This design comes from an exercise in tuning for small area, a short achievable clock period and few clock cycles on the open sky130 flow, not from production work. The RTL was checked by simulation tests, not by an equivalence proof against the original design. Power figures rest on the tool's default switching activity, not on a simulated workload.

==> flow/design.v <==
module merge_buf (
    input  wire        clk,
    input  wire        rst,           
    input  wire        req_valid,
    output reg         req_ready,
    input  wire [1:0]  req_op,        
    input  wire [15:0] req_addr,      
    input  wire [63:0] req_wdata,
    input  wire [7:0]  req_wmask,     
    input  wire [7:0]  req_wpar,      
    output reg         rsp_valid,
    output reg  [63:0] rsp_data,
    output reg         rsp_poison,
    output reg         rsp_sbe,
    output reg         mem_en,
    output reg         mem_we,
    output reg  [15:0] mem_addr,
    output wire [71:0] mem_wdata,
    input  wire        mem_gnt,       
    input  wire [71:0] mem_rdata
);
    localparam [1:0] OP_WRITE   = 2'd0;
    localparam [1:0] OP_READ    = 2'd1;
    localparam [1:0] OP_BARRIER = 2'd2;
    localparam [511:0] HCOL = 512'hf8c73e3d3b372f1fe0d0c8c4c2c1b0a8a4a2a1989492918c8a898685837068646261585452514c4a49464543383432312c2a292625231c1a191615130e0d0b07;
    localparam [7:0] POISON_MASK = 8'h03;
    function [7:0] check_bits(input [63:0] d);
        integer i;
        begin
            check_bits = 8'h00;
            for (i = 0; i < 64; i = i + 1)
                if (d[i])
                    check_bits = check_bits ^ HCOL[8*i +: 8];
        end
    endfunction
    function [65:0] correct(input [63:0] cw, input [7:0] syn);
        reg [63:0] d;
        reg        sbe;
        integer i;
        begin
            d   = cw;
            sbe = 1'b0;
            for (i = 0; i < 64; i = i + 1)
                if (syn == HCOL[8*i +: 8]) begin
                    d[i] = ~d[i];
                    sbe  = 1'b1;
                end
            for (i = 0; i < 8; i = i + 1)
                if (syn == (8'h01 << i))
                    sbe = 1'b1;
            correct = {(syn != 8'h00) && !sbe, sbe, d};
        end
    endfunction
    function par_err(input [63:0] d, input [7:0] m, input [7:0] p);
        integer b;
        begin
            par_err = 1'b0;
            for (b = 0; b < 8; b = b + 1)
                if (m[b] && ((^d[8*b +: 8]) == p[b]))
                    par_err = 1'b1;
        end
    endfunction
    reg [15:0] e_addr;
    reg [63:0] e_data;
    reg [7:0]  e_mask;      
    reg        e_dirty;     
    reg        e_pois;      
    reg        ld_ent;      
    reg        ld_rsp;      
    reg        rd_wait;     
    wire e_full = &e_mask;
    wire hit    = (e_addr == req_addr);    
    assign mem_wdata = {check_bits(e_data) ^ (e_pois ? POISON_MASK : 8'h00), e_data};
    wire [65:0] rd_dec  = correct(mem_rdata[63:0], check_bits(mem_rdata[63:0]) ^ mem_rdata[71:64]);
    wire [63:0] rd_corr = rd_dec[63:0];
    wire        rd_sbe  = rd_dec[64];
    wire        rd_ded  = rd_dec[65];
    wire is_rd  = req_valid && (req_op == OP_READ);
    wire wperr  = par_err(req_wdata, req_wmask, req_wpar);
    wire busy   = e_dirty && !ld_ent;             
    wire rd_hold = rd_wait || (busy && !e_full && e_mask != 8'h0f);
    wire rd_sel = req_op[0] && !rd_hold;
    always @(*) begin
        mem_en   = rd_sel ? req_valid : busy;
        mem_we   = !rd_sel && e_full;
        mem_addr = rd_sel ? req_addr : e_addr;
    end
    wire wb_gnt   = busy && e_full && mem_gnt;
    wire wb_now   = !rd_sel && wb_gnt;                       
    wire fill_now = !rd_sel && busy && !e_full && mem_gnt;   
    wire clean = !e_dirty || wb_gnt;
    always @(*) begin
        if (req_op[0])
            req_ready = mem_gnt && !rd_hold && !(hit && e_dirty);
        else
            req_ready = clean || (hit && !req_op[1]);
    end
    wire is_wr      = req_valid && (req_op == OP_WRITE);
    wire acc_wr_hit = is_wr && hit;
    wire acc_wr_new = is_wr && !hit && clean;
    wire acc_rd     = is_rd && req_ready;
    integer b;
    always @(posedge clk) begin
        rsp_data   <= rd_corr;
        rsp_poison <= rd_ded;
        rsp_sbe    <= rd_sbe;
    end
    always @(posedge clk) begin
        if (rst) begin
            e_mask    <= 8'h00;
            e_pois    <= 1'b0;
            e_dirty   <= 1'b0;
            ld_ent    <= 1'b0;
            ld_rsp    <= 1'b0;
            rd_wait   <= 1'b0;
            rsp_valid <= 1'b0;
        end else begin
            ld_ent    <= fill_now;
            ld_rsp    <= acc_rd;
            rsp_valid <= ld_rsp;
            rd_wait   <= is_rd && hit && e_dirty && !wb_now;
            if (wb_now)
                e_dirty <= 1'b0;
            if (ld_ent) begin
                for (b = 0; b < 8; b = b + 1)
                    if (!e_mask[b])
                        e_data[8*b +: 8] <= rd_corr[8*b +: 8];
                e_mask <= 8'hff;
                if (rd_ded)
                    e_pois <= 1'b1;
            end
            if (acc_wr_hit) begin
                for (b = 0; b < 8; b = b + 1)
                    if (req_wmask[b])
                        e_data[8*b +: 8] <= req_wdata[8*b +: 8];
                if (!ld_ent)
                    e_mask <= e_mask | req_wmask;
                e_dirty <= 1'b1;
                if (&req_wmask)
                    e_pois <= wperr;
                else if (wperr)
                    e_pois <= 1'b1;
            end
            if (acc_wr_new) begin
                e_addr  <= req_addr;
                e_data  <= req_wdata;
                e_mask  <= req_wmask;
                e_dirty <= 1'b1;
                e_pois  <= wperr;
            end
        end
    end
endmodule
==> flow/config.mk <==
export PLATFORM = sky130hd
export DESIGN_NAME = merge_buf
export DESIGN_NICKNAME = merge_buf
export VERILOG_FILES = /design/flow/design.v
export SDC_FILE = /design/flow/constraint.sdc
export NUM_CORES = 4
export LEC_CHECK = 0
export CAP_MARGIN = 20
export CORE_MARGIN = 2
export CORE_UTILIZATION = 45
export SLEW_MARGIN = 20
==> flow/constraint.sdc <==
create_clock -name core_clock -period 13.0 [get_ports {clk}]
set_input_delay 2.6000 -clock core_clock [delete_from_list [all_inputs] [get_ports {clk}]]
set_output_delay 2.6000 -clock core_clock [all_outputs]
set_load 0.01 [all_outputs]
standard.sh (not shown) runs the stock make flow with config.mk's settings and CLKGATE_MAP_FILE= SYNTH_SCRIPT=/design/flow/synth_recipe.tcl, a recipe that flattens the netlist after the stock synthesis.
==> flow/flow/run.sh <==
#!/bin/bash
# Standard layout, with plain buf_1 cells as the port buffers and timing repair aimed
# 6.5 ns below the clock period. make's full output goes to flow_make.log; ORFS's
# per-step logs stay under orfs/logs/.
set -euo pipefail
bash standard.sh "BUFFER_PORTS_ARGS=-buffer_cell sky130_fd_sc_hd__buf_1" "SETUP_SLACK_MARGIN=6.5" finish > flow_make.log 2>&1
The first run passed the timing, design-rule and antenna checks.
Testbench counts at the start, summed over its fixed seeds: cycles 129,583.
==> next run, changes <==
--- a/flow/design.v
+++ b/flow/design.v
@@ -79,6 +79,5 @@
     wire wperr  = par_err(req_wdata, req_wmask, req_wpar);
     wire busy   = e_dirty && !ld_ent;             
-    wire rd_hold = rd_wait || (busy && !e_full && e_mask != 8'h0f);
-    wire rd_sel = req_op[0] && !rd_hold;
+    wire rd_sel = req_op[0] && !rd_wait;
     always @(*) begin
         mem_en   = rd_sel ? req_valid : busy;
@@ -92,5 +91,5 @@
     always @(*) begin
         if (req_op[0])
-            req_ready = mem_gnt && !rd_hold && !(hit && e_dirty);
+            req_ready = mem_gnt && !rd_wait && !(hit && e_dirty);
         else
             req_ready = clean || (hit && !req_op[1]);
=> Routed wire length is lower by 4.0%. Via count is lower by 2.6%. Clock power is lower by about 3%. Global-route usage is lower by 1.3 points. Cell area barely changes. Setup slack gains 0.043 ns. Total power is lower by 3.8%. Utilization is higher by 0.96 points. Fmax is higher by 0.67%. Register-to-register slack loses 0.10 ns. Synthesized area is lower by 0.41%.
Testbench counts after the change, summed over its fixed seeds: cycles 133,595.

[static timing again, ports no longer ideal]
No port has a modelled driver above. Below, the same layouts with a new extraction and two added sets of constraints. Step 1: set_driving_cell puts a clkbuf_16 on clk and a buf_2 on each other input, an assumption about the parent block. Step 2 adds t to the input delays and takes it off the output delays; t is the mean of the earliest and latest rising clock arrival at the registers after step 1. Input paths then give back, and output paths get back, about the clock's delay inside the block. a / b / c = no drivers / after step 1 / after step 2; a / b = the first two.
| run | t, ns | setup WS [ns] | worst setup path at the end | clock arrival spread, ns | slew at the worst register clock pin (ns) |
|---|---|---|---|---|---|
| the first run | 0.484 | 6.483 / 6.461 / 6.162 | input to register | 0.012 / 0.012 | 0.08 / 0.08 |
| the second run | 0.489 | 6.526 / 6.487 / 6.359 | input to register | 0.017 / 0.017 | 0.08 / 0.08 |
After both steps setup and hold are still met in every run listed. The setup slack of the first run, which loses most, moves by -0.022 ns with the drivers and by -0.321 ns with both steps.
